Source: an optimization exercise on an open RTL-to-GDS flow (aim: small area, a short achievable clock period and few clock cycles). Production flows keep margins and buffers that such runs may drop.
No functional check of the RTL was part of any run shown here.
Power and IR drop assume default switching activity.

<file path="flow/run.sh">
#!/bin/bash
# synth_recipe.tcl (not shown) runs the flow's synth.tcl, then flattens the netlist and writes it again
# the make line also repeats each setting of config.mk as NAME=value (left out here)
make -C /OpenROAD-flow-scripts/flow DESIGN_CONFIG=/design/flow/config.mk WORK_HOME=/design/flow/orfs CLKGATE_MAP_FILE= SYNTH_SCRIPT=/design/flow/synth_recipe.tcl finish
</file>
<file path="flow/config.mk">
export PLATFORM = sky130hd
export DESIGN_NAME = pvc_decoder
export DESIGN_NICKNAME = pvc_decoder
export VERILOG_FILES = /design/flow/design.v
export SDC_FILE = /design/flow/constraint.sdc
export NUM_CORES = 4
export LEC_CHECK = 0
export ABC_AREA = 1
export CAP_MARGIN = 20
export CORE_MARGIN = 2
export CORE_UTILIZATION = 40
export SLEW_MARGIN = 20
</file>
<file path="flow/constraint.sdc">
create_clock -name core_clock -period 12.0 [get_ports {clk}]
set_input_delay 2.4000 -clock core_clock [delete_from_list [all_inputs] [get_ports {clk}]]
set_output_delay 2.4000 -clock core_clock [all_outputs]
set_load 0.01 [all_outputs]
</file>
<file path="flow/design.v">
module pvc_decoder (
    input  wire        clk,
    input  wire        rst,
    input  wire        s_valid,
    output wire        s_ready,
    input  wire [19:0] s_last,
    input  wire [19:0] s_desc,
    input  wire        s_eob,
    input  wire [13:0] s_bits,
    input  wire        b_valid,
    output wire        b_ready,
    input  wire [19:0] b_data,
    output reg         r_valid,
    output reg  [19:0] r_value,
    output reg         v_valid,
    output reg         v_ok,
    output wire [13:0] v_used
);
    reg        dfull;           
    reg [2:0]  dmode;
    reg [3:0]  dq;
    reg        disd;            
    reg [19:0] dlast;
    reg        deob;
    reg        dfirst;          
    reg        nfirst;          
    reg        gd, gn;          
    reg        sr;              
    reg [13:0] brem;
    reg [2:0]  ib;
    reg        past;            
    reg        drain;           
    reg [19:0] s0, s1, s2;
    reg [2:0]  v;
    reg [4:0]  p;               
    reg        vvalid;
    reg [19:0] vy;              
    reg [19:0] vlast;
    reg [3:0]  vsh;             
    reg        vadd;            
    reg        vkeep;           
    reg        veob;
    reg [4:0]  vw;
    reg        vok;
    reg        vfirst;
    reg [13:0] acc;
    assign s_ready = sr;
    assign b_ready = !v[2];
    assign v_used  = acc;
    wire take   = s_valid && sr;
    wire arrive = b_valid && !v[2];
    wire g      = disd ? gd : gn;
    wire dec    = dfull && g;
    wire [59:0] win = {ib[2] ? s2 : 20'd0, ib[1] ? s1 : 20'd0, ib[0] ? s0 : 20'd0};
    wire [38:0] xa = p[4] ? {12'd0, win[42:16]} : win[38:0];
    wire [30:0] xb = p[3] ? xa[38:8] : xa[30:0];
    wire [26:0] xc = p[2] ? xb[30:4] : xb[26:0];
    wire [24:0] xd = p[1] ? xc[26:2] : xc[24:0];
    wire [23:0] x  = p[0] ? xd[24:1] : xd[23:0];
    wire       isp = (dmode == 3'd3) || (dmode == 3'd4);    
    wire [3:0] L   = x[3:0];
    wire       P   = x[0];
    reg  [4:0] w1, w0;           
    always @* begin
        case (dmode)
            3'd0:    begin w1 = 5'd20;               w0 = 5'd20; end
            3'd2:    begin w1 = 5'd20 - {1'b0, dq};  w0 = w1;    end
            3'd3:    begin w1 = 5'd21;               w0 = 5'd1;  end
            default: begin w1 = 5'd21 - {1'b0, dq};  w0 = 5'd1;  end
        endcase
    end
    wire [4:0] w = disd ? ((L == 4'd0) ? 5'd24 : {1'b0, L} + 5'd4) : (P ? w1 : w0);
    wire [4:0] cg = p & w, ct = p ^ w;
    wire c1 = cg[0];
    wire c2 = cg[1] | ct[1] & cg[0];
    wire c3 = cg[2] | ct[2] & cg[1] | ct[2] & ct[1] & cg[0];
    wire c4 = cg[3] | ct[3] & cg[2] | ct[3] & ct[2] & cg[1] | ct[3] & ct[2] & ct[1] & cg[0];
    wire c5 = cg[4] | ct[4] & c4;
    wire [5:0] s = {c5, ct ^ {c4, c3, c2, c1, 1'b0}};
    wire [1:0] A = (s >= 6'd40) ? 2'd2 : (s >= 6'd20) ? 2'd1 : 2'd0;
    reg  [4:0] pw;
    always @* begin
        case (A)
            2'd0:    pw = s[4:0];
            2'd1:    pw = s[4:0] + 5'd12;      
            default: pw = s[4:0] + 5'd24;      
        endcase
    end
    wire phi = (pw >= 5'd17);
    wire        bhi = |brem[13:6];
    wire [6:0]  tb  = {1'b0, brem[5:0]} - {2'b0, p};    
    function gt_w(input [4:0] ww);                        
        gt_w = !bhi && ($signed(tb) < $signed({2'b0, ww}));
    endfunction
    function eq_w(input [4:0] ww);                        
        eq_w = !bhi && (tb == {2'b0, ww});
    endfunction
    wire [15:0] gtd, eqd;
    genvar gx;
    generate for (gx = 0; gx < 16; gx = gx + 1) begin : g_cmp
        assign gtd[gx] = gt_w(gx == 0 ? 5'd24 : 5'(gx + 4));
        assign eqd[gx] = eq_w(gx == 0 ? 5'd24 : 5'(gx + 4));
    end endgenerate
    wire s_gt = disd ? gtd[L] : P ? gt_w(w1) : gt_w(w0);
    wire s_eq = disd ? eqd[L] : P ? eq_w(w1) : eq_w(w0);
    wire [14:0] dmask;
    generate for (gx = 0; gx < 15; gx = gx + 1) begin : g_mask
        assign dmask[gx] = (L > gx);
    end endgenerate
    wire [15:0] dsx  = {x[18:4], 1'b0};
    wire        dsgn = dsx[L];
    wire [19:0] dext = {{5{dsgn}}, (x[18:4] & dmask) | ({15{dsgn}} & ~dmask)};
    wire [19:0] y    = disd ? ((L == 4'd0) ? x[23:4] : dext) : (isp ? x[20:1] : x[19:0]);
    wire ib3 = bhi || (brem[5:0] > 6'd60);
    wire ib4 = |brem[13:7] || (brem[6:0] > 7'd80);
    wire [4:0] ibx = {ib4, ib3, ib};
    wire [1:0] nib = ib[2] ? 2'd3 : ib[1] ? 2'd2 : ib[0] ? 2'd1 : 2'd0;
    wire [1:0] deo = ib[1] ? 2'd2 : ib[0] ? 2'd1 : 2'd0;     
    reg [1:0] d;
    always @* begin
        d = 2'd0;
        if (drain)
            d = (v[0] && ib[0]) ? 2'd1 : 2'd0;
        else if (dec)
            d = deob ? deo : ((A < nib) ? A : nib);
    end
    wire [2:0] v_sh  = (d == 2'd0) ? v : (d == 2'd1) ? {1'b0, v[2:1]} : {2'b00, v[2]};
    wire [2:0] v_nxt = arrive ? {v_sh[1:0], 1'b1} : v_sh;
    wire ctx = sr && nfirst;
    wire [13:0] bsub = (d == 2'd0) ? brem :
                       (d == 2'd1) ? (ib[1] ? brem - 14'd20 : 14'd0) :
                                     (ib[2] ? brem - 14'd40 : 14'd0);
    wire [2:0] ibsub = (d == 2'd0) ? ib : (d == 2'd1) ? ibx[3:1] : ibx[4:2];
    wire [2:0] ibnew = {s_bits > 14'd40, s_bits > 14'd20, s_bits != 14'd0};
    wire drain_nxt = dec ? (deob && ib[2]) : (drain && (d == 2'd1 ? ib[1] : ib[0]));
    wire [4:0] p_nxt = dec ? (deob ? 5'd0 : pw) : p;
    wire dfull_nxt = take || (dfull && !dec);
    wire deob_nxt  = sr ? s_eob : deob;
    wire [1:0] nva  = v[2] ? 2'd3 : v[1] ? 2'd2 : v[0] ? 2'd1 : 2'd0;
    wire [2:0] nvb  = {1'b0, nva} + {2'b0, arrive};            
    wire       n2   = (d == 2'd0) ? (nvb >= 3'd2) : (d == 2'd1) ? (nvb >= 3'd3) : 1'b0;
    wire       n3   = (d == 2'd0) && (nvb == 3'd3);
    wire       allk = !ibx[nvb];                                
    wire       okn  = allk || n2;
    wire       okd  = allk || n3 || (n2 && !phi);
    wire       oke  = n2;
    wire       alls = !ctx && allk;
    wire       oksn = alls || n2;
    wire       oksd = alls || n3 || (n2 && p < 5'd17);
    wire gd_nxt = !drain_nxt && (dec ? (deob ? oke : okd) : oksd);
    wire gn_nxt = !drain_nxt && (dec ? (deob ? oke : okn) : oksn);
    wire isd_nxt = sr ? (s_desc[19:17] == 3'd1) : disd;
    wire [2:0] gib = ctx ? 3'b111 : ibsub;
    wire blk_nxt = !drain_nxt && !(deob_nxt && gib[2]);
    wire sr_nxt  = blk_nxt && (!dfull_nxt || (isd_nxt ? gd_nxt : gn_nxt));
    wire [19:0] z = vy << vsh;
    wire [19:0] r = vadd ? vlast + vy : vkeep ? vlast : z;
    always @(posedge clk) begin
        if (rst) begin
            dfull   <= 1'b0;
            nfirst  <= 1'b1;
            gd      <= 1'b0;
            gn      <= 1'b0;
            sr      <= 1'b0;
            v       <= 3'd0;
            p       <= 5'd0;
            drain   <= 1'b0;
            vvalid  <= 1'b0;
            r_valid <= 1'b0;
            v_valid <= 1'b0;
        end else begin
            dfull   <= dfull_nxt;
            gd      <= gd_nxt;
            gn      <= gn_nxt;
            sr      <= sr_nxt;
            v       <= v_nxt;
            p       <= p_nxt;
            drain   <= drain_nxt;
            if (take)
                nfirst <= s_eob;
            vvalid  <= dec;
            r_valid <= vvalid;
            v_valid <= vvalid && veob;
        end
        if (sr) begin
            dmode  <= s_desc[19:17];
            disd   <= (s_desc[19:17] == 3'd1);
            dq     <= s_desc[15:12];
            dlast  <= s_last;
            deob   <= s_eob;
            dfirst <= nfirst;
        end
        brem <= ctx ? s_bits : bsub;
        ib   <= ctx ? ibnew : ibsub;
        if (ctx)
            past <= 1'b0;
        else if (dec)
            past <= past || s_gt;
        case (d)
            2'd0: begin
                if (!v[0]) s0 <= b_data;
                if (!v[1]) s1 <= b_data;
                if (!v[2]) s2 <= b_data;
            end
            2'd1: begin
                s0 <= v[1] ? s1 : b_data;
                s1 <= v[2] ? s2 : b_data;
                s2 <= b_data;
            end
            default: begin
                s0 <= v[2] ? s2 : b_data;
                s1 <= b_data;
                s2 <= b_data;
            end
        endcase
        vy     <= y;
        vlast  <= dlast;
        vsh    <= (dmode == 3'd2 || dmode == 3'd4) ? dq : 4'd0;
        vadd   <= disd && (L != 4'd0);
        vkeep  <= isp && !P;
        veob   <= deob;
        vw     <= w;
        vok    <= !past && s_eq;
        vfirst <= dfirst;
        r_value <= r;
        v_ok    <= vok;
        if (vvalid)
            acc <= (vfirst ? 14'd0 : acc) + {9'd0, vw};
    end
endmodule
</file>
==> metrics.md, run 1 <==
| Metric | Value |
|---|---|
| Worst-path cell with the longest stage delay | `sky130_fd_sc_hd__edfxtp_1` |
| DRC violation total after the first TritonRoute iteration | `1,156` |
| Outcome | `timing/DRC/antenna clean` |
| Global-route wire length before repair | `slightly below 70,000 um` |
| Fraction of registers with async set/reset | `0` |
| Number of cells on the worst hold path | `0` |
| Data required, critical path | `12.42 ns` |
| Hold buffer count at CTS | `0` |
| Gate count after technology mapping | `2,116` |
| Post-Synthesis Cell Area | `between 0.01 and 0.015 sq mm` |
| Critical path launch point type | `flip-flop` |
| MaxCap Viol Count | `0` |
| Die Width | `approximately 200 um` |
| Power, Total | `4.194 mW` |
| Number of enable flip-flop cells after synthesis | `78` |
| Minimum hold slack | `around 0.33 ns` |
| Clock Tree Buf Depth | `3` |
| Final count of pins violating max slew | `0` |
| Maximum net fanout on the critical path | `58` |
| Total congestion overflow | `0` |
| Total number of vias | `14,100` |
| Worst path setup slack after routing | `3.240 ns` |
| Standard cell core area | `0.03635 sq mm` |
| First-pass iteration count of the detailed router | `6` |
| Fraction of layout instances using a drive strength above 1 | `0.05275` |
| Estimated wirelength of the detail-placed design | `approximately 32,000 um` |
| CTS Root Cell | `sky130_fd_sc_hd__clkbuf_16` |
| Finished Core Util | `0.4592` |
| Net count after synthesis | `~2,300` |
| Portion of the clock cycle consumed by the worst path in the final layout | `0.7300` |
| Skew-Pair Late Insertion Delay | `0.53 ns` |
| Area of the die | `between 0.03 and 0.04 sq mm` |
| Aggregate global-route resource usage | `0.2202` |
| Clock net sink count | `214` |
| Count of synthesis-stage warnings from yosys | `1` |
| Total Nets Final | `2,307` |
| Total length of routed wires | `roughly 43,000 um` |
| Vias per inst | `about 5.3` |
| Average instance area after synthesis | `6.923 sq um` |
| Setup clock skew after layout | `about 0.018 ns` |
| Initial antenna violation count | `1` |
| Flip-flop and latch count after synthesis | `214` |
| Library cell appearing most often on the critical path | `sky130_fd_sc_hd__nand2_1` |
| Share of synthesized area occupied by flip-flops and latches | `0.3457` |
| Final hold violation count | `0` |
| Final critical delay including setup and external delays | `8.760 ns` |
| Setup repair bufs after CTS | `0` |
| Unrepaired setup endpoints after global routing | `false` |
| Relative slew slack | `0.3096` |
| H-tree lvl count | `1` |
| Gpl congestion | `0.9149` |
| Class of the most critical hold timing path | `flip-flop to flip-flop` |
| Register-to-Register Path Depth | `46` |
| Leakage power summed over all cells | `7.477 nW` |
| Reg clk slew, reported paths | `approximately 0.060 ns` |
| Area added between synthesis and finish | `13.93%` |
| Setup WS pre-CTS | `3.328 ns` |
| I/O pin count | `118` |
| Data arrival time of the critical path | `9.18 ns` |
| Number of buffers inserted during clock tree synthesis | `25` |
| Synth Flop Type | `sky130_fd_sc_hd__dfxtp_1` |
| Count of cell types in the netlist | `69` |
| Buffers added on ports | `about 100` |
| Number of cell rows | `70` |
| Final setup violation count | `0` |
| Power Density | `roughly 250 mW/mm^2` |
| Final non-filler cell area | `0.01669 sq mm` |
| Number of global-route vias before repair | `13,180` |
| Critical Setup Path Class | `flip-flop to flip-flop` |
| WL/cell | `16.07 um` |
| Highest clock rate | `approximately 110 MHz` |
| Post_cts resized | `0` |
| Die Height | `195.4 um` |
| Placed Area | `0.01588 sq mm` |
| Pin count of the biggest net entering global routing | `between 50 and 60` |
| Peak ir drop on the vdd network | `0.1026 mV` |
| Initial core utilization | `0.4030` |
| Final non-filler cell total | `2,648` |
| Post-route DRC violation count | `0` |
| Slowest Stage Delay on Critical Path | `just under 0.9 ns` |
| Crit end category | `flip-flop` |
| Cells after DPL | `2,603` |
| Antenna diode count | `0` |
| Setup TNS | `0 ns` |
| Worst-margin pin slew | `1.034 ns` |
| Antenna-violating nets left | `0` |
| Clock tree from TritonCTS | `done` |
cells in the mapped netlist (5+ instances only):
cell type | count | area (sq um)
sky130_fd_sc_hd__a32oi_1 | 5 | 43.79
sky130_fd_sc_hd__o211ai_1 | 25 | 187.7
sky130_fd_sc_hd__xor2_1 | 30 | 262.8
sky130_fd_sc_hd__o21a_1 | 8 | 60.06
sky130_fd_sc_hd__o21ai_0 | 162 | 810.8
sky130_fd_sc_hd__nand3_1 | 172 | 860.8
sky130_fd_sc_hd__o22ai_1 | 8 | 50.05
sky130_fd_sc_hd__inv_2 | 12 | 45.04
sky130_fd_sc_hd__inv_1 | 208 | 780.8
sky130_fd_sc_hd__a21oi_1 | 90 | 450.4
sky130_fd_sc_hd__buf_6 | 9 | 101.4
sky130_fd_sc_hd__nor2_1 | 119 | 446.7
sky130_fd_sc_hd__dfxtp_1 | 136 | 2723
sky130_fd_sc_hd__o21ai_1 | 22 | 110.1
sky130_fd_sc_hd__fa_1 | 5 | 100.1
sky130_fd_sc_hd__o31ai_1 | 5 | 37.54
sky130_fd_sc_hd__buf_2 | 23 | 115.1
sky130_fd_sc_hd__nor3_1 | 14 | 70.07
sky130_fd_sc_hd__nand3_2 | 6 | 60.06
sky130_fd_sc_hd__clkbuf_1 | 56 | 210.2
sky130_fd_sc_hd__buf_4 | 8 | 60.06
sky130_fd_sc_hd__ha_1 | 61 | 763.2
sky130_fd_sc_hd__or2_2 | 8 | 50.05
sky130_fd_sc_hd__nor2_2 | 7 | 43.79
sky130_fd_sc_hd__a31oi_1 | 13 | 81.33
sky130_fd_sc_hd__edfxtp_1 | 78 | 2342
sky130_fd_sc_hd__nand4_1 | 11 | 68.82
sky130_fd_sc_hd__xnor2_1 | 15 | 131.4
sky130_fd_sc_hd__nand2_2 | 8 | 50.05
sky130_fd_sc_hd__nand2_1 | 675 | 2534
sky130_fd_sc_hd__clkinv_1 | 5 | 18.77
sky130_fd_sc_hd__o221ai_1 | 45 | 394.1
final cells by class:
| class | count | area (sq um) |
|---|---|---|
| fillers | 3721 | 19660 |
| multi-input cells | 1572 | 8192 |
| flip-flops and latches | 214 | 5066 |
| repair buffers | 121 | 1169 |
| inverters | 228 | 863.3 |
| clock buffers | 34 | 709.4 |
| well taps | 468 | 585.6 |
| clock inverters | 11 | 105.1 |
metal layers:
layer	vias up	track usage	routed length (um)
met1	6479	0.3028	19750
met2	420	0.3602	19180
met3	65	0.03212	2626
met4	0	0.06248	990
met5	-	0	0
li1	7134	-	-
flip-flops by register name, summed over array words and instances (netlist names), 3 cells and up, named ones only:
name and flops:
vsh 4, brem 14, v 3, p 5, vlast 20, dq 4
s2 20, vw 5, vy 20, acc 14, dlast 20, s0 20
r_value 20, s1 20, dmode 3
logic make-up (layout without fill, tap and decap cells):
kind of cell	Yosys count	after routing	share of synthesized area
mux	2	2	0.001367
compound gates	418	418	0.1719
buf+inv	330	394	0.09506
fa+ha+maj	66	66	0.05893
simple gates	1041	1041	0.3001
xor+xnor	45	45	0.02690
flops	214	214	0.3457
power breakdown:
part           internal, mW  total [mW]  switching, mW  leakage [nW]
Clock                 0.455       0.753          0.298         0.406
Sequential             1.00        1.19          0.193          1.88
Combinational         0.792        2.25           1.46          5.19
Total                  2.25        4.19           1.95          7.48
layout by cell type (no fill, tap or decap), types with 25 or more instances in the layout:
cell type	instances
sky130_fd_sc_hd__inv_1	208
sky130_fd_sc_hd__clkdlybuf4s50_1	104
sky130_fd_sc_hd__edfxtp_1	78
sky130_fd_sc_hd__o21ai_0	162
sky130_fd_sc_hd__o221ai_1	45
sky130_fd_sc_hd__o211ai_1	25
sky130_fd_sc_hd__nand3_1	172
sky130_fd_sc_hd__xor2_1	30
sky130_fd_sc_hd__ha_1	61
sky130_fd_sc_hd__dfxtp_1	135
sky130_fd_sc_hd__nand2_1	675
sky130_fd_sc_hd__nor2_1	119
sky130_fd_sc_hd__clkbuf_16	25
sky130_fd_sc_hd__a21oi_1	90
worst max-delay path: cells and delay by family, from the launching register on:
family          cells  cell delay (ns)
compound gates      9             1.53
fa+ha+maj           4             1.54
buf+inv            10             1.59
flops               1             0.89
simple gates       23             3.03
path summary, 6_finish.rpt:
kind                                  start         endpoint  slack (ns)
worst min-delay path            vok$_DFF_P_     v_ok$_DFF_P_        0.33
worst max register to register    flip-flop  v[0]$_SDFF_PP0_        3.24
worst min register to register  vok$_DFF_P_     v_ok$_DFF_P_        0.33
worst max-delay path              flip-flop  v[0]$_SDFF_PP0_        3.24
==> run 2, diff against run 1 <==
--- a/flow/config.mk
+++ b/flow/config.mk
@@ -10,3 +10,4 @@
 export CORE_MARGIN = 2
 export CORE_UTILIZATION = 40
+export SETUP_SLACK_MARGIN = 5
 export SLEW_MARGIN = 20
==> metrics.md, run 2 <==
| Metric | Value |
|---|---|
| Class of the most critical hold timing path | `flip-flop to flip-flop (unchanged)` |
| Yosys top cell by area | `sky130_fd_sc_hd__dfxtp_1 (unchanged)` |
| Antenna diode count | `0 (unchanged)` |
| Setup TNS | `0 ns (unchanged)` |
| Clock net sink count | `214 (unchanged)` |
| Gate count after technology mapping | `2,116 (unchanged)` |
| Synth Flop Type | `sky130_fd_sc_hd__dfxtp_1 (unchanged)` |
| Flip-flop and latch count after synthesis | `214 (unchanged)` |
| Antenna-violating nets left | `0 (unchanged)` |
| Gate family responsible for the most delay along the worst path | `simple AND/OR/NAND/NOR gates (unchanged)` |
| Reg clk slew, reported paths | `0.06 ns (about the same)` |
| Setup clock skew after layout | `0.02011 ns (was 0.01803 ns)` |
| WL/cell | `16.29 um (was 16.07 um)` |
| Slowest Stage Delay on Critical Path | `0.49 ns (was 0.89 ns)` |
| Area share of the largest cell type after synthesis | `0.1859 (unchanged)` |
| Critical path launch point type | `flip-flop (unchanged)` |
| Clock Tree Buf Depth | `3 (unchanged)` |
| Fraction of registers with async set/reset | `0 (unchanged)` |
| Final count of pins violating max slew | `0 (unchanged)` |
| Outcome | `timing/DRC/antenna clean (unchanged)` |
| Power Density | `251.0 mW/mm^2 (was 251.3 mW/mm^2)` |
| Most frequent standard cell in the layout excluding fill and tap cells | `sky130_fd_sc_hd__nand2_1 (unchanged)` |
| Relative slew slack | `0.3068 (was 0.3096)` |
| Critical Setup Path Class | `flip-flop to flip-flop (unchanged)` |
| Crit end category | `flip-flop (unchanged)` |
| Count of synthesis-stage warnings from yosys | `1 (unchanged)` |
| Skew-Pair Late Insertion Delay | `0.53 ns (about the same)` |
| Net count after synthesis | `2,261 (unchanged)` |
| Number of cell rows | `70 (unchanged)` |
| Dominant cell by count in the synthesized netlist | `sky130_fd_sc_hd__nand2_1 (unchanged)` |
| Die Height | `195.4 um (unchanged)` |
| Number of buffers inserted during clock tree synthesis | `25 (unchanged)` |
| Worst-margin pin slew | `1.038 ns (was 1.034 ns)` |
| Total number of vias | `14,170 (was 14,100)` |
| Share of synthesized area occupied by flip-flops and latches | `0.3457 (unchanged)` |
| Ranking of synthesized cells by instance count | `675 x sky130_fd_sc_hd__nand2_1, 208 x sky130_fd_sc_hd__inv_1, 172 x sky130_fd_sc_hd__nand3_1, 162 x sky130_fd_sc_hd__o21ai_0, 136 x sky130_fd_sc_hd__dfxtp_1 (unchanged)` |
| Data required, critical path | `12.42 ns (about the same)` |
| Aggregate global-route resource usage | `0.2210 (was 0.2202)` |
| Area added between synthesis and finish | `15.44% (was 13.93%)` |
| Post-route DRC violation count | `0 (unchanged)` |
| Library cell appearing most often on the critical path | `sky130_fd_sc_hd__nand2_1 (unchanged)` |
| Area of the die | `0.03817 sq mm (unchanged)` |
| Buf+Inv Stages, Crit Path | `10 (unchanged)` |
| Count of cell types in the netlist | `69 (unchanged)` |
| Unrepaired setup endpoints after global routing | `false (unchanged)` |
| DRC violation total after the first TritonRoute iteration | `1,126 (was 1,156)` |
| Worst-path cell with the longest stage delay | `sky130_fd_sc_hd__fa_1 (was sky130_fd_sc_hd__edfxtp_1)` |
| Clock tree from TritonCTS | `done (unchanged)` |
| Die Width | `195.4 um (unchanged)` |
| Final critical delay including setup and external delays | `6.470 ns (was 8.760 ns)` |
| Fraction of layout instances using a drive strength above 1 | `0.05898 (was 0.05275)` |
| Number of global-route vias before repair | `13,220 (was 13,180)` |
| Cells after DPL | `2,603 (unchanged)` |
| Initial core utilization | `0.4030 (unchanged)` |
| H-tree lvl count | `1 (unchanged)` |
| Gpl congestion | `0.9149 (unchanged)` |
| Top post-synthesis cells by area | `sky130_fd_sc_hd__dfxtp_1 19%, sky130_fd_sc_hd__nand2_1 17%, sky130_fd_sc_hd__edfxtp_1 16% (unchanged)` |
| Leakage power summed over all cells | `7.546 nW (was 7.477 nW)` |
| Total Nets Final | `2,314 (was 2,307)` |
| Total congestion overflow | `0 (unchanged)` |
| Buffers added on ports | `104 (unchanged)` |
| Final hold violation count | `0 (unchanged)` |
| Pin count of the biggest net entering global routing | `59 (unchanged)` |
| Standard cell core area | `0.03635 sq mm (unchanged)` |
| CTS Root Cell | `sky130_fd_sc_hd__clkbuf_16 (unchanged)` |
| MaxCap Viol Count | `0 (unchanged)` |
| Total length of routed wires | `43,240 um (was 42,550 um)` |
| Post-Synthesis Cell Area | `0.01465 sq mm (unchanged)` |
| Fill count | `3,713 (was 3,721)` |
| Finished Core Util | `0.4653 (was 0.4592)` |
| Estimated wirelength of the detail-placed design | `31,800 um (unchanged)` |
| Portion of the clock cycle consumed by the worst path in the final layout | `0.5392 (was 0.7300)` |
| Number of enable flip-flop cells after synthesis | `78 (unchanged)` |
| Most used cells in the layout excluding fill and tap cells | `672 x sky130_fd_sc_hd__nand2_1, 207 x sky130_fd_sc_hd__inv_1, 172 x sky130_fd_sc_hd__nand3_1, 161 x sky130_fd_sc_hd__o21ai_0, 135 x sky130_fd_sc_hd__dfxtp_1 (was 675 x sky130_fd_sc_hd__nand2_1, 208 x sky130_fd_sc_hd__inv_1, 172 x sky130_fd_sc_hd__nand3_1, 162 x sky130_fd_sc_hd__o21ai_0, 135 x sky130_fd_sc_hd__dfxtp_1)` |
| I/O pin count | `118 (unchanged)` |
| Average instance area after synthesis | `6.923 sq um (unchanged)` |
| First-pass iteration count of the detailed router | `7 (was 6)` |
| Global-route wire length before repair | `68,920 um (was 68,680 um)` |
| Peak ir drop on the vdd network | `0.1041 mV (was 0.1026 mV)` |
| Final setup violation count | `0 (unchanged)` |
| Final non-filler cell total | `2,655 (was 2,648)` |
| Data arrival time of the critical path | `6.89 ns (was 9.18 ns)` |
| Vias per inst | `5.338 (was 5.324)` |
| Initial antenna violation count | `1 (unchanged)` |
| Maximum net fanout on the critical path | `31 (was 58)` |
| Highest clock rate | `154.6 MHz (was 114.2 MHz)` |
[run 2: stage by stage]
step                cell area [sq um]  power, mW  setup slack, ns  hold WS, ns
floorplan                       14650      2.814            6.274       0.3096
global placement                15880      3.401            3.398       0.3170
detailed placement              15880      3.428            3.328       0.3150
CTS                             16770      4.217            5.027       0.3295
global route                    16910      4.617            4.985       0.3461
finish                          16910      4.245            5.530       0.3272
[run 2: cells by family (layout without fill, tap and decap cells)]
logic type                 count (synthesis)  count (layout)  synth area share
adders and majority gates                 66              66           0.05893
AOI/OAI and AO/OA                        418             418            0.1719
and+or+nand+nor                         1041            1042            0.3001
DFF                                      214             214            0.3457
muxes                                      2               2          0.001367
buffers and inverters                    330             400           0.09506
xor gates and xnor gates                  45              45           0.02690
[run 2: timing repair]
item	CTS	global route
resized for setup	14	25
buffers inserted	4	1
endpoints found under the hold margin	0	0
setup endpoints to repair	118	99
pin swaps	0	2
hold buffers	0	0
gates cloned	0	2
[run 2: layout make-up]
| cell class | instances | area [sq um] | share of cell area |
|---|---|---|---|
| clock buffer | 34 | 709.4 | 0.04195 |
| sequential | 214 | 5066 | 0.2996 |
| multi-input combinational | 1573 | 8283 | 0.4898 |
| timing repair buffer | 127 | 1267 | 0.07495 |
| tap | 468 | 585.6 | 0.03463 |
| inverter | 228 | 894.6 | 0.05290 |
| clock inverter | 11 | 105.1 | 0.006215 |
[run 2: report_power, final]
group | internal, mW | leakage [nW] | switching, mW
Combinational | 0.820 | 5.26 | 1.48
Clock | 0.455 | 0.406 | 0.300
Sequential | 1.00 | 1.88 | 0.186
[run 2: final timing paths]
kind                                   from               to  slack, ns  cells after the start
worst max-delay path              flip-flop  v[0]$_SDFF_PP0_       5.53                     45
worst min register to register  vok$_DFF_P_     v_ok$_DFF_P_       0.33                      0
worst min-delay path            vok$_DFF_P_     v_ok$_DFF_P_       0.33                      0
worst max register to register    flip-flop  v[0]$_SDFF_PP0_       5.53                     45
[run 2: metal layers]
metal | GRT usage | routed length (um)
met1 | 0.3035 | 19910
met4 | 0.06305 | 1003
met5 | 0 | 0
met3 | 0.03212 | 2712
met2 | 0.3622 | 19610
[run 2: worst register-to-register path, delay by kind of cell (launching register included)]
family	cells	cell delay (ns)
AND/OR/NAND/NOR	22	2.15
adder cells (fa/ha/maj)	4	1.35
buffers and inverters	10	1.32
AO/OA/AOI/OAI	9	1.19
flip-flops	1	0.36
==> run 3, diff against run 2 <==
==> flow/flow/run.sh (new file) <==
#!/bin/bash
set -euo pipefail
export SETUP_SLACK_MARGIN=8.5
bash standard.sh > standard_flow.log 2>&1
==> flow/standard.sh (new file) <==
#!/bin/bash
# synth_recipe.tcl (not shown) runs the flow's synth.tcl, then flattens the netlist and writes it again
# the make line also repeats each setting of config.mk as NAME=value (left out here)
make -C /OpenROAD-flow-scripts/flow DESIGN_CONFIG=/design/flow/config.mk WORK_HOME=/design/flow/orfs CLKGATE_MAP_FILE= SYNTH_SCRIPT=/design/flow/synth_recipe.tcl "${@:-finish}"
--- a/flow/config.mk
+++ b/flow/config.mk
@@ -10,4 +10,3 @@
 export CORE_MARGIN = 2
 export CORE_UTILIZATION = 40
-export SETUP_SLACK_MARGIN = 5
 export SLEW_MARGIN = 20
removed: flow/run.sh
==> metrics.md, run 3 <==
| Metric | Value |
|---|---|
| Dominant cell by count in the synthesized netlist | `sky130_fd_sc_hd__nand2_1 (unchanged)` |
| Clock Tree Buf Depth | `3 (unchanged)` |
| Ranking of synthesized cells by instance count | `675 x sky130_fd_sc_hd__nand2_1, 208 x sky130_fd_sc_hd__inv_1, 172 x sky130_fd_sc_hd__nand3_1, 162 x sky130_fd_sc_hd__o21ai_0, 136 x sky130_fd_sc_hd__dfxtp_1 (unchanged)` |
| Share of synthesized area occupied by flip-flops and latches | `0.3457 (unchanged)` |
| WL/cell | `17.53 um (was 16.29 um)` |
| Antenna-violating nets left | `0 (unchanged)` |
| Pin count of the biggest net entering global routing | `45 (was 59)` |
| Total length of routed wires | `48,920 um (was 43,240 um)` |
| Leakage power summed over all cells | `8.612 nW (was 7.546 nW)` |
| Die Width | `195.4 um (unchanged)` |
| Worst-margin pin slew | `1.003 ns (was 1.038 ns)` |
| Peak ir drop on the vdd network | `0.1139 mV (was 0.1041 mV)` |
| Final setup violation count | `0 (unchanged)` |
| Cells after DPL | `2,600 (was 2,603)` |
| Standard cell core area | `0.03635 sq mm (unchanged)` |
| Final critical delay including setup and external delays | `5.520 ns (was 6.470 ns)` |
| Reg-to-reg setup timing slack | `6.48 ns (was 5.53 ns)` |
| Area share of the largest cell type after synthesis | `0.1859 (unchanged)` |
| Synth Flop Type | `sky130_fd_sc_hd__dfxtp_1 (unchanged)` |
| Fraction of registers with async set/reset | `0 (unchanged)` |
| Number of cells on the worst hold path | `0 (unchanged)` |
| MaxCap Viol Count | `0 (unchanged)` |
| Estimated wirelength of the detail-placed design | `31,260 um (was 31,800 um)` |
| Total number of vias | `15,270 (was 14,170)` |
| Register-to-Register Path Depth | `41 (was 45)` |
| Most used cells in the layout excluding fill and tap cells | `595 x sky130_fd_sc_hd__nand2_1, 198 x sky130_fd_sc_hd__inv_1, 146 x sky130_fd_sc_hd__o21ai_0, 145 x sky130_fd_sc_hd__nand3_1, 133 x sky130_fd_sc_hd__dfxtp_1 (was 672 x sky130_fd_sc_hd__nand2_1, 207 x sky130_fd_sc_hd__inv_1, 172 x sky130_fd_sc_hd__nand3_1, 161 x sky130_fd_sc_hd__o21ai_0, 135 x sky130_fd_sc_hd__dfxtp_1)` |
| Post-Synthesis Cell Area | `0.01465 sq mm (unchanged)` |
| Portion of the clock cycle consumed by the worst path in the final layout | `0.4600 (was 0.5392)` |
| Maximum net fanout on the critical path | `13 (was 31)` |
| Average instance area after synthesis | `6.923 sq um (unchanged)` |
| Yosys top cell by area | `sky130_fd_sc_hd__dfxtp_1 (unchanged)` |
| Met1 Usage GRT | `0.3255 (was 0.3035)` |
| Number of enable flip-flop cells after synthesis | `78 (unchanged)` |
| Skew-Pair Late Insertion Delay | `0.55 ns (was 0.53 ns)` |
| Die Height | `195.4 um (unchanged)` |
| Placed Area | `0.01595 sq mm (was 0.01588 sq mm)` |
| Antenna diode count | `0 (unchanged)` |
| GR Layer Usage met2 | `0.4194 (was 0.3622)` |
| CTS Root Cell | `sky130_fd_sc_hd__clkbuf_16 (unchanged)` |
| Crit end category | `flip-flop (unchanged)` |
| Unrepaired setup endpoints after global routing | `true (was false)` |
| Count of cell types in the netlist | `69 (unchanged)` |
| Critical path launch point type | `flip-flop (unchanged)` |
| Initial core utilization | `0.4030 (unchanged)` |
| Area of the die | `0.03817 sq mm (unchanged)` |
| Post-route DRC violation count | `0 (unchanged)` |
| Critical Setup Path Class | `flip-flop to flip-flop (unchanged)` |
| DRC violation total after the first TritonRoute iteration | `1,170 (was 1,126)` |
| Initial antenna violation count | `0 (was 1)` |
| Worst r2r dst | `sr$_SDFF_PP0_ (was v[0]$_SDFF_PP0_)` |
| Worst path setup slack after routing | `6.480 ns (was 5.530 ns)` |
| Aggregate global-route resource usage | `0.2475 (was 0.2210)` |
| Data required, critical path | `12.45 ns (was 12.42 ns)` |
| First-pass iteration count of the detailed router | `5 (was 7)` |
| Total congestion overflow | `0 (unchanged)` |
| Outcome | `timing/DRC/antenna clean (unchanged)` |
| Global-route layer with the greatest usage | `met2 (unchanged)` |
| Reg clk slew, reported paths | `0.06 ns (about the same)` |
| Buffers added on ports | `104 (unchanged)` |
| Net count after synthesis | `2,261 (unchanged)` |
| Critical path destination | `sr$_SDFF_PP0_ (was v[0]$_SDFF_PP0_)` |
| Minimum hold slack | `0.3253 ns (was 0.3272 ns)` |
| Top post-synthesis cells by area | `sky130_fd_sc_hd__dfxtp_1 19%, sky130_fd_sc_hd__nand2_1 17%, sky130_fd_sc_hd__edfxtp_1 16% (unchanged)` |
| Fraction of layout instances using a drive strength above 1 | `0.2093 (was 0.05898)` |
| Final non-filler cell area | `0.01937 sq mm (was 0.01691 sq mm)` |
| Clock tree from TritonCTS | `done (unchanged)` |
| Count of synthesis-stage warnings from yosys | `1 (unchanged)` |
| Vias per inst | `5.474 (was 5.338)` |
| Data arrival time of the critical path | `5.97 ns (was 6.89 ns)` |
| Fill count | `3,467 (was 3,713)` |
| Relative slew slack | `0.3301 (was 0.3068)` |
| Most frequent standard cell in the layout excluding fill and tap cells | `sky130_fd_sc_hd__nand2_1 (unchanged)` |
| Gpl congestion | `0.9201 (was 0.9149)` |
| Setup clock skew after layout | `0.01301 ns (was 0.02011 ns)` |
| Global-route track usage on met3 | `0.03472 (was 0.03212)` |
| Class of the most critical hold timing path | `flip-flop to flip-flop (unchanged)` |
| Setup TNS | `0 ns (unchanged)` |
| Gate count after technology mapping | `2,116 (unchanged)` |
| Highest clock rate | `181.2 MHz (was 154.6 MHz)` |
| Total Nets Final | `2,449 (was 2,314)` |
| Area added between synthesis and finish | `32.26% (was 15.44%)` |
| Setup WS pre-CTS | `4.421 ns (was 3.328 ns)` |
| Worst-path cell with the longest stage delay | `sky130_fd_sc_hd__fa_1 (unchanged)` |
| Number of buffers inserted during clock tree synthesis | `25 (unchanged)` |
| Flip-flop and latch count after synthesis | `214 (unchanged)` |
| Global-route wire length before repair | `76,590 um (was 68,920 um)` |
| Clock net sink count | `214 (unchanged)` |
| Final non-filler cell total | `2,790 (was 2,655)` |
| Number of cell rows | `70 (unchanged)` |
| H-tree lvl count | `1 (unchanged)` |
| Library cell appearing most often on the critical path | `sky130_fd_sc_hd__nand2_1 (unchanged)` |
| Number of global-route vias before repair | `14,560 (was 13,220)` |
| Final hold violation count | `0 (unchanged)` |
| Final count of pins violating max slew | `0 (unchanged)` |
| Hold buffer count at CTS | `0 (unchanged)` |
| Slowest Stage Delay on Critical Path | `0.46 ns (was 0.49 ns)` |
| I/O pin count | `118 (unchanged)` |
| Power Density | `250.6 mW/mm^2 (was 251.0 mW/mm^2)` |
==> run 3: cell count changes in the layout (fill, tap and decap cells not counted), moves of 22 or more <==
cell	previous run	this run
sky130_fd_sc_hd__nand2_2	7	68
sky130_fd_sc_hd__nand3_1	172	145
sky130_fd_sc_hd__buf_2	0	22
sky130_fd_sc_hd__buf_6	1	44
sky130_fd_sc_hd__clkdlybuf4s50_1	104	65
sky130_fd_sc_hd__buf_4	18	77
sky130_fd_sc_hd__o221ai_1	45	10
sky130_fd_sc_hd__nand3_2	6	30
sky130_fd_sc_hd__nand2_1	672	595
sky130_fd_sc_hd__o221ai_2	0	32
==> run 3: metal layers <==
layer | vias up | wire (um)
met3 | 122 | 3176
met1 | 7114 | 21200
li1 | 7462 | -
met2 | 574 | 22930
met4 | 0 | 1610
met5 | - | 0
==> run 3: cell type report <==
class                           instances  area, sq um  share of cell area
Clock buffer                           29        640.6             0.03306
Clock inverter                         16        210.2             0.01085
Inverter                              228        940.9             0.04856
Multi-Input combinational cell       1579         9343              0.4822
Sequential cell                       214         5074              0.2619
Tap cell                              468        585.6             0.03022
Timing Repair Buffer                  250         2495              0.1288
Timing Repair inverter                  6        86.33            0.004456
==> run 3: power by group <==
| group | internal (mW) | switching, mW |
|---|---|---|
| Clock | 0.488 | 0.309 |
| Sequential | 1.00 | 0.182 |
| Combinational | 1.12 | 1.75 |
==> run 3: what timing repair did <==
| item | in CTS | in global routing |
|---|---|---|
| pin swaps | 42 | 52 |
| gates resized for setup | 291 | 188 |
| setup buffers | 92 | 32 |
| setup endpoints to repair | 185 | 173 |
| cloned | 19 | 2 |
==> run 3: how the worst min path moves through the flow <==
stage	startpoint	to
2_1_floorplan	vok$_DFF_P_	v_ok$_DFF_P_
3_3_place_gp	vok$_DFF_P_	v_ok$_DFF_P_
3_5_place_dp	vok$_DFF_P_	v_ok$_DFF_P_
4_1_cts	vok$_DFF_P_	v_ok$_DFF_P_
5_1_grt	vok$_DFF_P_	v_ok$_DFF_P_
6_report	vok$_DFF_P_	v_ok$_DFF_P_
==> run 3: through the flow <==
| step | util | total power [mW] |
|---|---|---|
| floorplan | - | 2.854 |
| global placement | 0.4388 | 3.415 |
| detailed placement | 0.4388 | 3.441 |
| CTS | 0.5070 | 4.591 |
| global route | 0.5330 | 5.237 |
| finish | 0.5330 | 4.856 |
==> run 3: cell families (layout without fill, tap and decap cells) <==
group	after synthesis	in the layout	synth area share
flip-flops	214	214	0.3457
AO/OA/AOI/OAI	418	418	0.1719
multiplexers	2	2	0.001367
XOR/XNOR	45	45	0.02690
adder cells (fa/ha/maj)	66	66	0.05893
AND/OR/NAND/NOR	1041	1048	0.3001
buffers and inverters	330	529	0.09506
==> run 3: worst max-delay path: cells and delay by family, from the launching register on <==
kind,cells,cell delay [ns]
flip-flops,1,0.40
AND/OR/NAND/NOR,24,2.37
adder cells (fa/ha/maj),3,0.98
buffers and inverters,8,0.77
AO/OA/AOI/OAI,6,0.90
==> run 4, diff against run 3 <==
--- a/flow/design.v
+++ b/flow/design.v
@@ -34,15 +34,5 @@
     reg [2:0]  v;
     reg [4:0]  p;               
-    reg        vvalid;
-    reg [19:0] vy;              
-    reg [19:0] vlast;
-    reg [3:0]  vsh;             
-    reg        vadd;            
-    reg        vkeep;           
-    reg        veob;
-    reg [4:0]  vw;
-    reg        vok;
-    reg        vfirst;
-    reg [13:0] acc;
+    reg [13:0] acc;             
     assign s_ready = sr;
     assign b_ready = !v[2];
@@ -154,6 +144,7 @@
     wire blk_nxt = !drain_nxt && !(deob_nxt && gib[2]);
     wire sr_nxt  = blk_nxt && (!dfull_nxt || (isd_nxt ? gd_nxt : gn_nxt));
-    wire [19:0] z = vy << vsh;
-    wire [19:0] r = vadd ? vlast + vy : vkeep ? vlast : z;
+    wire [3:0]  sh = (dmode == 3'd2 || dmode == 3'd4) ? dq : 4'd0;
+    wire [19:0] z  = y << sh;
+    wire [19:0] r  = (disd && L != 4'd0) ? dlast + y : (isp && !P) ? dlast : z;
     always @(posedge clk) begin
         if (rst) begin
@@ -166,5 +157,4 @@
             p       <= 5'd0;
             drain   <= 1'b0;
-            vvalid  <= 1'b0;
             r_valid <= 1'b0;
             v_valid <= 1'b0;
@@ -179,7 +169,6 @@
             if (take)
                 nfirst <= s_eob;
-            vvalid  <= dec;
-            r_valid <= vvalid;
-            v_valid <= vvalid && veob;
+            r_valid <= dec;
+            v_valid <= dec && deob;
         end
         if (sr) begin
@@ -214,17 +203,8 @@
             end
         endcase
-        vy     <= y;
-        vlast  <= dlast;
-        vsh    <= (dmode == 3'd2 || dmode == 3'd4) ? dq : 4'd0;
-        vadd   <= disd && (L != 4'd0);
-        vkeep  <= isp && !P;
-        veob   <= deob;
-        vw     <= w;
-        vok    <= !past && s_eq;
-        vfirst <= dfirst;
         r_value <= r;
-        v_ok    <= vok;
-        if (vvalid)
-            acc <= (vfirst ? 14'd0 : acc) + {9'd0, vw};
+        v_ok    <= !past && s_eq;
+        if (dec)
+            acc <= (dfirst ? 14'd0 : acc) + {9'd0, w};
     end
 endmodule
==> flow/run.sh (new file) <==
#!/bin/bash
# synth_recipe.tcl (not shown) runs the flow's synth.tcl, then flattens the netlist and writes it again
# the make line also repeats each setting of config.mk as NAME=value (left out here)
make -C /OpenROAD-flow-scripts/flow DESIGN_CONFIG=/design/flow/config.mk WORK_HOME=/design/flow/orfs CLKGATE_MAP_FILE= SYNTH_SCRIPT=/design/flow/synth_recipe.tcl finish
--- a/flow/config.mk
+++ b/flow/config.mk
@@ -10,3 +10,4 @@
 export CORE_MARGIN = 2
 export CORE_UTILIZATION = 40
+export SETUP_SLACK_MARGIN = 5
 export SLEW_MARGIN = 20
removed: flow/flow/run.sh
removed: flow/standard.sh
==> metrics.md, run 4 <==
| Metric | Value |
|---|---|
| Outcome | `timing/DRC/antenna clean (unchanged)` |
| Library cell appearing most often on the critical path | `sky130_fd_sc_hd__nand2_1 (unchanged)` |
| WL/cell | `16.26 um (was 17.53 um)` |
| H-tree lvl count | `4 (was 1)` |
| Synth Flop Type | `sky130_fd_sc_hd__dfxtp_1 (unchanged)` |
| Post-Synthesis Cell Area | `0.01369 sq mm (was 0.01465 sq mm)` |
| Reg-to-reg setup timing slack | `5.52 ns (was 6.48 ns)` |
| Number of enable flip-flop cells after synthesis | `78 (unchanged)` |
| Number of cells on the worst hold path | `2 (was 0)` |
| Total number of vias | `14,160 (was 15,270)` |
| Skew-Pair Late Insertion Delay | `0.46 ns (was 0.55 ns)` |
| MaxCap Viol Count | `0 (unchanged)` |
| Ranking of synthesized cells by instance count | `602 x sky130_fd_sc_hd__nand2_1, 276 x sky130_fd_sc_hd__nand3_1, 193 x sky130_fd_sc_hd__inv_1, 149 x sky130_fd_sc_hd__nor2_1, 135 x sky130_fd_sc_hd__o21ai_0 (was 675 x sky130_fd_sc_hd__nand2_1, 208 x sky130_fd_sc_hd__inv_1, 172 x sky130_fd_sc_hd__nand3_1, 162 x sky130_fd_sc_hd__o21ai_0, 136 x sky130_fd_sc_hd__dfxtp_1)` |
| Maximum net fanout on the critical path | `30 (was 13)` |
| Estimated wirelength of the detail-placed design | `31,280 um (was 31,260 um)` |
| Critical path launch point type | `flip-flop (unchanged)` |
| Standard cell core area | `0.03362 sq mm (was 0.03635 sq mm)` |
| Final setup violation count | `0 (unchanged)` |
| Most used cells in the layout excluding fill and tap cells | `598 x sky130_fd_sc_hd__nand2_1, 276 x sky130_fd_sc_hd__nand3_1, 188 x sky130_fd_sc_hd__inv_1, 142 x sky130_fd_sc_hd__nor2_1, 135 x sky130_fd_sc_hd__o21ai_0 (was 595 x sky130_fd_sc_hd__nand2_1, 198 x sky130_fd_sc_hd__inv_1, 146 x sky130_fd_sc_hd__o21ai_0, 145 x sky130_fd_sc_hd__nand3_1, 133 x sky130_fd_sc_hd__dfxtp_1)` |
| Share of synthesized area occupied by flip-flops and latches | `0.2896 (was 0.3457)` |
| DRC violation total after the first TritonRoute iteration | `1,261 (was 1,170)` |
| Critical Setup Path Class | `flip-flop to flip-flop (unchanged)` |
| CTS Root Cell | `sky130_fd_sc_hd__clkbuf_16 (unchanged)` |
| Initial antenna violation count | `0 (unchanged)` |
| Worst-path cell with the longest stage delay | `sky130_fd_sc_hd__o21ai_0 (was sky130_fd_sc_hd__fa_1)` |
| Clock tree from TritonCTS | `done (unchanged)` |
| Post-route DRC violation count | `0 (unchanged)` |
| Slowest Stage Delay on Critical Path | `0.78 ns (was 0.46 ns)` |
| Setup TNS | `0 ns (unchanged)` |
| Unrepaired setup endpoints after global routing | `false (was true)` |
| Peak ir drop on the vdd network | `0.1508 mV (was 0.1139 mV)` |
| Startpoint of the most critical hold path | `past$_SDFFE_PP0P_ (was vok$_DFF_P_)` |
| Area share of the largest cell type after synthesis | `0.1711 (was 0.1859)` |
| Highest clock rate | `154.3 MHz (was 181.2 MHz)` |
| Number of cell rows | `67 (was 70)` |
| Top post-synthesis cells by area | `sky130_fd_sc_hd__edfxtp_1 17%, sky130_fd_sc_hd__nand2_1 17%, sky130_fd_sc_hd__dfxtp_1 12% (was sky130_fd_sc_hd__dfxtp_1 19%, sky130_fd_sc_hd__nand2_1 17%, sky130_fd_sc_hd__edfxtp_1 16%)` |
| I/O pin count | `118 (unchanged)` |
| Vias per inst | `5.444 (was 5.474)` |
| Number of buffers inserted during clock tree synthesis | `17 (was 25)` |
| Reg clk slew, reported paths | `0.08 ns (was 0.06 ns)` |
| Initial core utilization | `0.4071 (was 0.4030)` |
| Gpl congestion | `0.9100 (was 0.9201)` |
| Final count of pins violating max slew | `0 (unchanged)` |
| Leakage power summed over all cells | `7.078 nW (was 8.612 nW)` |
| Endpoint, Worst Hold | `past$_SDFFE_PP0P_ (was v_ok$_DFF_P_)` |
| Total length of routed wires | `42,300 um (was 48,920 um)` |
| Worst r2r dst | `brem[0]$_DFFE_PP_ (was sr$_SDFF_PP0_)` |
| Class of the most critical hold timing path | `flip-flop to flip-flop (unchanged)` |
| Data required, critical path | `12.21 ns (was 12.45 ns)` |
| Count of cell types in the netlist | `57 (was 69)` |
| Relative slew slack | `0.3343 (was 0.3301)` |
| Crit end category | `flip-flop (unchanged)` |
| Data arrival time of the critical path | `6.69 ns (was 5.97 ns)` |
| Yosys top cell by area | `sky130_fd_sc_hd__edfxtp_1 (was sky130_fd_sc_hd__dfxtp_1)` |
| Gate count after technology mapping | `2,071 (was 2,116)` |
| Count of synthesis-stage warnings from yosys | `1 (unchanged)` |
| Clock Tree Buf Depth | `2 (was 3)` |
| Hold buffer count at CTS | `0 (unchanged)` |
| Power, Total | `4.449 mW (was 4.856 mW)` |
| Power Density | `279.2 mW/mm^2 (was 250.6 mW/mm^2)` |
| Antenna-violating nets left | `0 (unchanged)` |
| Area added between synthesis and finish | `16.43% (was 32.26%)` |
| Buffers added on ports | `104 (unchanged)` |
| Net count after synthesis | `2,217 (was 2,261)` |
| Fraction of registers with async set/reset | `0 (unchanged)` |
| Register-to-Register Path Depth | `32 (was 41)` |
| Average instance area after synthesis | `6.608 sq um (was 6.923 sq um)` |
| Worst-margin pin slew | `0.9881 ns (was 1.003 ns)` |
| First-pass iteration count of the detailed router | `6 (was 5)` |
| Final critical delay including setup and external delays | `6.479 ns (was 5.520 ns)` |
| Total Nets Final | `2,288 (was 2,449)` |
| Antenna diode count | `0 (unchanged)` |
| Die Width | `189.0 um (was 195.4 um)` |
| Global-route wire length before repair | `68,780 um (was 76,590 um)` |
| Portion of the clock cycle consumed by the worst path in the final layout | `0.5399 (was 0.4600)` |
| Number of global-route vias before repair | `13,220 (was 14,560)` |
| Source of the worst register-to-register timing path | `p[1]$_SDFFE_PP0P_` |
| Total congestion overflow | `0 (unchanged)` |
| Most frequent standard cell in the layout excluding fill and tap cells | `sky130_fd_sc_hd__nand2_1 (unchanged)` |
| Area of the die | `0.03571 sq mm (was 0.03817 sq mm)` |
| Aggregate global-route resource usage | `0.2384 (was 0.2475)` |
| Die Height | `189.0 um (was 195.4 um)` |
| Flip-flop and latch count after synthesis | `159 (was 214)` |
| Pin count of the biggest net entering global routing | `45 (unchanged)` |
| Clock net sink count | `159 (was 214)` |
| Final hold violation count | `0 (unchanged)` |
| Setup clock skew after layout | `0.01387 ns (was 0.01301 ns)` |
| Fraction of layout instances using a drive strength above 1 | `0.07335 (was 0.2093)` |
| Dominant cell by count in the synthesized netlist | `sky130_fd_sc_hd__nand2_1 (unchanged)` |
-- run 4: cell types whose count changed after synthesis, sizes merged, moves of 7 or more --
| cell | previous run | this run |
|---|---|---|
| nand3 | 179 | 289 |
| nand2 | 687 | 618 |
| dfxtp | 136 | 81 |
| o21ai | 188 | 142 |
| nor2 | 129 | 155 |
| inv | 223 | 205 |
| o221ai | 45 | 34 |
| a21boi | 4 | 13 |
| a31oi | 13 | 21 |
| o21a | 8 | 1 |
-- run 4: kinds of logic (layout without fill, tap and decap cells) --
family | Yosys count | in the layout | share of synthesized area
compound gates | 379 | 379 | 0.1682
xor+xnor | 51 | 51 | 0.03264
fa+ha+maj | 67 | 67 | 0.06400
buf+inv | 309 | 391 | 0.09590
flops | 159 | 159 | 0.2896
mux | 2 | 2 | 0.001463
simple gates | 1104 | 1105 | 0.3481
-- run 4: what timing repair did --
action	in CTS	in global routing
pin swaps	1	2
endpoints found under the setup margin	118	118
buffers inserted	7	13
endpoints found under the hold margin	0	0
cloned	2	1
gates resized for setup	19	26
-- run 4: layout make-up --
| type | count | area, sq um |
|---|---|---|
| clock inverters | 13 | 137.6 |
| inverters | 212 | 830.8 |
| multi-input cells | 1604 | 8523 |
| repair buffers | 147 | 1455 |
| well taps | 448 | 560.5 |
| fillers | 3435 | 17680 |
| clock buffers | 18 | 450.4 |
| repair inverters | 1 | 7.507 |
| flip-flops and latches | 159 | 3969 |
-- run 4: critical path, delay by kind of cell, from the launching register on --
family / cells / cell delay [ns]
compound gates: 6 / 1.51
fa+ha+maj: 3 / 1.24
flops: 1 / 0.30
buf+inv: 7 / 1.28
simple gates: 16 / 1.84
-- run 4: worst max path at each step --
stage                      start                end  cells past startpoint
3_5_place_dp   p[4]$_SDFFE_PP0P_  brem[4]$_DFFE_PP_                     38
2_1_floorplan  p[3]$_SDFFE_PP0P_    v[1]$_SDFF_PP0_                     38
5_1_grt                flip-flop  brem[1]$_DFFE_PP_                     37
4_1_cts        p[4]$_SDFFE_PP0P_  brem[0]$_DFFE_PP_                     37
3_3_place_gp   p[4]$_SDFFE_PP0P_  brem[4]$_DFFE_PP_                     38
6_report       p[1]$_SDFFE_PP0P_  brem[0]$_DFFE_PP_                     32
-- run 4: metal layers --
metal	routed length [um]	GRT usage	vias up
met2	19250	0.3886	444
li1	-	-	7160
met5	0	0	-
met1	19870	0.3256	6523
met3	2582	0.03855	37
met4	602	0.06761	0
-- run 4: power by group --
| part | leakage (nW) | internal (mW) | switching (mW) | total (mW) |
|---|---|---|---|---|
| Clock | 0.289 | 0.305 | 0.253 | 0.557 |
| Combinational | 5.37 | 1.06 | 1.95 | 3.02 |
| Sequential | 1.42 | 0.762 | 0.111 | 0.874 |
-- run 4: per-stage QoR --
stage / hold WS [ns] / utilization / setup slack (ns) / cells / area (sq um)
floorplan: 0.4304 / - / 5.747 / 2071 / 13690
global placement: 0.4484 / 0.4448 / 2.626 / 2547 / 14950
detailed placement: 0.4607 / 0.4452 / 2.472 / 2548 / 14970
CTS: 0.4710 / 0.4671 / 5.053 / 2588 / 15700
global route: 0.5011 / 0.4740 / 5.045 / 2602 / 15930
finish: 0.4669 / 0.4740 / 5.521 / 2602 / 15930
==> run 5, diff against run 4 <==
--- a/flow/design.v
+++ b/flow/design.v
@@ -61,21 +61,36 @@
     end
     wire [4:0] w = disd ? ((L == 4'd0) ? 5'd24 : {1'b0, L} + 5'd4) : (P ? w1 : w0);
-    wire [4:0] cg = p & w, ct = p ^ w;
-    wire c1 = cg[0];
-    wire c2 = cg[1] | ct[1] & cg[0];
-    wire c3 = cg[2] | ct[2] & cg[1] | ct[2] & ct[1] & cg[0];
-    wire c4 = cg[3] | ct[3] & cg[2] | ct[3] & ct[2] & cg[1] | ct[3] & ct[2] & ct[1] & cg[0];
-    wire c5 = cg[4] | ct[4] & c4;
-    wire [5:0] s = {c5, ct ^ {c4, c3, c2, c1, 1'b0}};
-    wire [1:0] A = (s >= 6'd40) ? 2'd2 : (s >= 6'd20) ? 2'd1 : 2'd0;
-    reg  [4:0] pw;
-    always @* begin
-        case (A)
-            2'd0:    pw = s[4:0];
-            2'd1:    pw = s[4:0] + 5'd12;      
-            default: pw = s[4:0] + 5'd24;      
-        endcase
-    end
-    wire phi = (pw >= 5'd17);
+    function [7:0] stepv(input [5:0] ss);
+        reg [5:0] t;
+        begin
+            if (ss >= 6'd40)      begin t = ss - 6'd40; stepv = {2'd2, t[4:0], t[4:0] >= 5'd17}; end
+            else if (ss >= 6'd20) begin t = ss - 6'd20; stepv = {2'd1, t[4:0], t[4:0] >= 5'd17}; end
+            else                                        stepv = {2'd0, ss[4:0], ss[4:0] >= 5'd17};
+        end
+    endfunction
+    wire [7:0] st1 = stepv({1'b0, p} + {1'b0, w1});
+    wire [7:0] st0 = stepv({1'b0, p} + {1'b0, w0});
+    wire [7:0] st24 = stepv({1'b0, p} + 6'd24);             
+    wire [4:0] u  = p + 5'd4;                                 
+    wire [4:0] ub = p - 5'd16;                                
+    wire [3:0] ug = u[3:0] & L, ut = u[3:0] ^ L;
+    wire [3:0] bg = ub[3:0] & L, bt = ub[3:0] ^ L;
+    wire ua1 = ug[0];
+    wire ua2 = ug[1] | ut[1] & ug[0];
+    wire ua3 = ug[2] | ut[2] & ug[1] | ut[2] & ut[1] & ug[0];
+    wire ua4 = ug[3] | ut[3] & ug[2] | ut[3] & ut[2] & ug[1] | ut[3] & ut[2] & ut[1] & ug[0];
+    wire ba1 = bg[0];
+    wire ba2 = bg[1] | bt[1] & bg[0];
+    wire ba3 = bg[2] | bt[2] & bg[1] | bt[2] & bt[1] & bg[0];
+    wire ba4 = bg[3] | bt[3] & bg[2] | bt[3] & bt[2] & bg[1] | bt[3] & bt[2] & bt[1] & bg[0];
+    wire [4:0] sa = {u[4] ^ ua4, ut ^ {ua3, ua2, ua1, 1'b0}};        
+    wire [4:0] sb = {ub[4] ^ ba4, bt ^ {ba3, ba2, ba1, 1'b0}};       
+    wire ge20 = (u[4] & ua4) | (sa[4] & (sa[3] | sa[2]));
+    wire [7:0] std = (L == 4'd0) ? st24 :
+                     ge20 ? {2'd1, sb, sb >= 5'd17} : {2'd0, sa, sa >= 5'd17};
+    wire [7:0] st  = disd ? std : (P ? st1 : st0);
+    wire [1:0] A   = st[7:6];
+    wire [4:0] pw  = st[5:1];
+    wire phi = st[0];
     wire        bhi = |brem[13:6];
     wire [6:0]  tb  = {1'b0, brem[5:0]} - {2'b0, p};    
@@ -142,5 +157,5 @@
     wire isd_nxt = sr ? (s_desc[19:17] == 3'd1) : disd;
     wire [2:0] gib = ctx ? 3'b111 : ibsub;
-    wire blk_nxt = !drain_nxt && !(deob_nxt && gib[2]);
+    wire blk_nxt = !drain_nxt && !(dfull_nxt && deob_nxt && gib[2]);
     wire sr_nxt  = blk_nxt && (!dfull_nxt || (isd_nxt ? gd_nxt : gn_nxt));
     wire [3:0]  sh = (dmode == 3'd2 || dmode == 3'd4) ? dq : 4'd0;
@@ -153,5 +168,5 @@
             gd      <= 1'b0;
             gn      <= 1'b0;
-            sr      <= 1'b0;
+            sr      <= 1'b1;
             v       <= 3'd0;
             p       <= 5'd0;
==> flow/flow/run.sh (new file) <==
#!/bin/bash
set -euo pipefail
export SETUP_SLACK_MARGIN=8
bash standard.sh > standard_flow.log 2>&1
==> flow/standard.sh (new file) <==
#!/bin/bash
# synth_recipe.tcl (not shown) runs the flow's synth.tcl, then flattens the netlist and writes it again
# the make line also repeats each setting of config.mk as NAME=value (left out here)
make -C /OpenROAD-flow-scripts/flow DESIGN_CONFIG=/design/flow/config.mk WORK_HOME=/design/flow/orfs CLKGATE_MAP_FILE= SYNTH_SCRIPT=/design/flow/synth_recipe.tcl "${@:-finish}"
--- a/flow/config.mk
+++ b/flow/config.mk
@@ -10,4 +10,3 @@
 export CORE_MARGIN = 2
 export CORE_UTILIZATION = 40
-export SETUP_SLACK_MARGIN = 5
 export SLEW_MARGIN = 20
removed: flow/run.sh
==> metrics.md, run 5 <==
| Metric | Value |
|---|---|
| Skew-Pair Late Insertion Delay | `0.46 ns (about the same)` |
| Vias per inst | `5.815 (was 5.444)` |
| Power Density | `301.2 mW/mm^2 (was 279.2 mW/mm^2)` |
| Fill count | `3,246 (was 3,435)` |
| Critical Setup Path Class | `flip-flop to flip-flop (unchanged)` |
| Endpoint, Worst Hold | `past$_SDFFE_PP0P_ (unchanged)` |
| Relative slew slack | `0.2705 (was 0.3343)` |
| Register-to-Register Path Depth | `34 (was 32)` |
| MaxCap Viol Count | `0 (unchanged)` |
| Die Width | `197.0 um (was 189.0 um)` |
| Antenna diode count | `0 (unchanged)` |
| Clock Tree Buf Depth | `2 (unchanged)` |
| H-tree lvl count | `4 (unchanged)` |
| Class of the most critical hold timing path | `flip-flop to flip-flop (unchanged)` |
| Unrepaired setup endpoints after global routing | `true (was false)` |
| First-pass iteration count of the detailed router | `6 (unchanged)` |
| Crit end category | `flip-flop (unchanged)` |
| Sequential cell area | `0.003976 sq mm (was 0.003969 sq mm)` |
| CTS Root Cell | `sky130_fd_sc_hd__clkbuf_16 (unchanged)` |
| Setup WS pre-CTS | `5.801 ns (was 2.472 ns)` |
| Portion of the clock cycle consumed by the worst path in the final layout | `0.3873 (was 0.5399)` |
| Area of the die | `0.03883 sq mm (was 0.03571 sq mm)` |
| Clock tree from TritonCTS | `done (unchanged)` |
| Area added between synthesis and finish | `46.07% (was 16.43%)` |
| Area share of the largest cell type after synthesis | `0.1601 (was 0.1711)` |
| Clock net sink count | `159 (unchanged)` |
| Share of synthesized area occupied by flip-flops and latches | `0.2659 (was 0.2896)` |
| Post-route DRC violation count | `0 (unchanged)` |
| Aggregate global-route resource usage | `0.2843 (was 0.2384)` |
| Setup clock skew after layout | `0.01316 ns (was 0.01387 ns)` |
| Fraction of layout instances using a drive strength above 1 | `0.2946 (was 0.07335)` |
| Final setup violation count | `0 (unchanged)` |
| Dominant cell by count in the synthesized netlist | `sky130_fd_sc_hd__nand2_1 (unchanged)` |
| Reg-to-reg setup timing slack | `7.35 ns (was 5.52 ns)` |
| Gpl congestion | `0.9337 (was 0.9100)` |
| Peak ir drop on the vdd network | `0.1845 mV (was 0.1508 mV)` |
| Slowest Stage Delay on Critical Path | `0.38 ns (was 0.78 ns)` |
| I/O pin count | `118 (unchanged)` |
| Initial antenna violation count | `0 (unchanged)` |
| Highest clock rate | `215.1 MHz (was 154.3 MHz)` |
| Outcome | `timing/DRC/antenna clean (unchanged)` |
| Pin count of the biggest net entering global routing | `45 (unchanged)` |
| Critical path launch point type | `flip-flop (unchanged)` |
| Total length of routed wires | `57,750 um (was 42,300 um)` |
| Source of the worst register-to-register timing path | `ib[1]$_DFFE_PP_ (was p[1]$_SDFFE_PP0P_)` |
| Total Nets Final | `2,721 (was 2,288)` |
| Leakage power summed over all cells | `9.572 nW (was 7.078 nW)` |
| Reg clk slew, reported paths | `0.07 ns (was 0.08 ns)` |
| DRC violation total after the first TritonRoute iteration | `1,591 (was 1,261)` |
| Startpoint of the most critical hold path | `past$_SDFFE_PP0P_ (unchanged)` |
| WL/cell | `19.12 um (was 16.26 um)` |
| Number of cells on the worst hold path | `2 (unchanged)` |
| Net count after synthesis | `2,454 (was 2,217)` |
| Data required, critical path | `12.37 ns (was 12.21 ns)` |
| Worst path setup slack after routing | `7.352 ns (was 5.521 ns)` |
| Number of enable flip-flop cells after synthesis | `78 (unchanged)` |
| Final count of pins violating max slew | `0 (unchanged)` |
| Most used cells in the layout excluding fill and tap cells | `485 x sky130_fd_sc_hd__nand2_1, 228 x sky130_fd_sc_hd__nand3_1, 209 x sky130_fd_sc_hd__inv_1, 163 x sky130_fd_sc_hd__buf_4, 123 x sky130_fd_sc_hd__nand2_2 (was 598 x sky130_fd_sc_hd__nand2_1, 276 x sky130_fd_sc_hd__nand3_1, 188 x sky130_fd_sc_hd__inv_1, 142 x sky130_fd_sc_hd__nor2_1, 135 x sky130_fd_sc_hd__o21ai_0)` |
| Buffers added on ports | `104 (unchanged)` |
| Maximum net fanout on the critical path | `13 (was 30)` |
| Ranking of synthesized cells by instance count | `636 x sky130_fd_sc_hd__nand2_1, 305 x sky130_fd_sc_hd__nand3_1, 242 x sky130_fd_sc_hd__inv_1, 159 x sky130_fd_sc_hd__o21ai_0, 123 x sky130_fd_sc_hd__nor2_1 (was 602 x sky130_fd_sc_hd__nand2_1, 276 x sky130_fd_sc_hd__nand3_1, 193 x sky130_fd_sc_hd__inv_1, 149 x sky130_fd_sc_hd__nor2_1, 135 x sky130_fd_sc_hd__o21ai_0)` |
| Data arrival time of the critical path | `5.02 ns (was 6.69 ns)` |
| Flip-flop and latch count after synthesis | `159 (unchanged)` |
| Fraction of registers with async set/reset | `0 (unchanged)` |
| Estimated wirelength of the detail-placed design | `35,780 um (was 31,280 um)` |
| Final hold violation count | `0 (unchanged)` |
| Yosys top cell by area | `sky130_fd_sc_hd__nand2_1 (was sky130_fd_sc_hd__edfxtp_1)` |
| Total congestion overflow | `0 (unchanged)` |
| Number of global-route vias before repair | `16,400 (was 13,220)` |
| Worst r2r dst | `r_value[3]$_DFF_P_ (was brem[0]$_DFFE_PP_)` |
| Standard cell core area | `0.03670 sq mm (was 0.03362 sq mm)` |
[run 5: metrics by stage]
| step | util | cells | hold WS (ns) | total power, mW | area, sq um |
|---|---|---|---|---|---|
| after floorplan | - | 2273 | 0.4304 | 3.397 | 15330 |
| after global placement | 0.4486 | 2757 | 0.4515 | 4.159 | 16460 |
| after detailed placement | 0.4486 | 2757 | 0.4534 | 4.208 | 16460 |
| after CTS | 0.5470 | 2953 | 0.4643 | 5.781 | 20070 |
| after global routing | 0.5934 | 3021 | 0.5242 | 7.010 | 21770 |
| final | 0.5934 | 3021 | 0.4628 | 6.559 | 21770 |
[run 5: where the power goes]
| group | leakage [nW] | internal [mW] | switching, mW |
|---|---|---|---|
| clock network | 0.294 | 0.318 | 0.247 |
| logic | 7.82 | 2.12 | 2.94 |
| registers | 1.46 | 0.786 | 0.145 |
[run 5: worst register-to-register path, delay by kind of cell, from the launching register on]
kind,cells,cell delay (ns)
buffers and inverters,16,1.88
flip-flops,1,0.38
adder cells (fa/ha/maj),2,0.44
XOR/XNOR,1,0.12
AND/OR/NAND/NOR,11,1.05
AO/OA/AOI/OAI,4,0.67
[run 5: final cells by class]
class,instances,area share
repair buffers,333,0.1520
well taps,468,0.02689
repair inverters,5,0.002931
clock inverters,13,0.006206
inverters,256,0.04988
clock buffers,19,0.02080
multi-input cells,1768,0.5586
flip-flops and latches,159,0.1826
[run 5: layer usage]
metal | vias to the layer above | track usage | routed length, um
li1 | 8288 | - | -
met5 | - | 0 | 0
met4 | 0 | 0.08410 | 1526
met1 | 8363 | 0.3795 | 24710
met2 | 789 | 0.4709 | 26920
met3 | 127 | 0.04934 | 4595
[run 5: logic make-up after synthesis]
logic type               after synthesis  synth area share
AO/OA/AOI/OAI                        444            0.1790
XOR/XNOR                              61           0.03634
adder cells (fa/ha/maj)              102           0.08864
buffers and inverters                360            0.1007
flip-flops                           159            0.2659
AND/OR/NAND/NOR                     1147            0.3294
[run 5: timing repair]
action                                  4_1_cts  5_1_grt
setup buffers                               145       60
hold endpoints to repair                      0        0
gates resized for setup                     373      265
endpoints found under the setup margin      158      140
gates cloned                                 19        8
pin swaps                                   133      133
[run 5: worst max-delay path by stage]
stage | startpoint | to | slack (ns) | depth (start not counted)
after global placement | p[2]$_SDFFE_PP0P_ | v[1]$_SDFF_PP0_ | 5.81 | 25
after floorplan | dq[2]$_DFFE_PP_ | s0[12]$_DFFE_PP_ | 7.83 | 30
after global routing | ib[1]$_DFFE_PP_ | r_value[19]$_DFF_P_ | 7.20 | 33
final | ib[1]$_DFFE_PP_ | r_value[3]$_DFF_P_ | 7.35 | 34
after CTS | ib[0]$_DFFE_PP_ | r_value[16]$_DFF_P_ | 7.62 | 35
after detailed placement | p[2]$_SDFFE_PP0P_ | v[1]$_SDFF_PP0_ | 5.80 | 25

## re-timing with driven ports
Ports are ideal in the flow. The routed layouts listed here were re-timed in OpenROAD. Step 1 sets driving cells, clkbuf_16 on the clock port and buf_2 on the other inputs (assumed; they add their load-dependent delay and slew). Step 2, shift: input delay + t, output delay - t, t = (earliest + latest rising clock arrival at the registers) / 2. This alone moves slack from input paths to output paths. a / b / c = ideal / step 1 / step 2; a / b = the first two.
| run | t (ns) | setup slack, ns |
|---|---|---|
| run 1 | 0.577 | 3.240 / 3.240 / 3.240 |
| run 2 | 0.577 | 5.530 / 5.530 / 5.530 |
| run 3 | 0.595 | 6.480 / 6.480 / 6.480 |
| run 4 | 0.503 | 5.521 / 5.521 / 5.521 |
| run 5 | 0.512 | 7.352 / 7.352 / 7.097 |
After both steps every run listed still meets setup and hold.
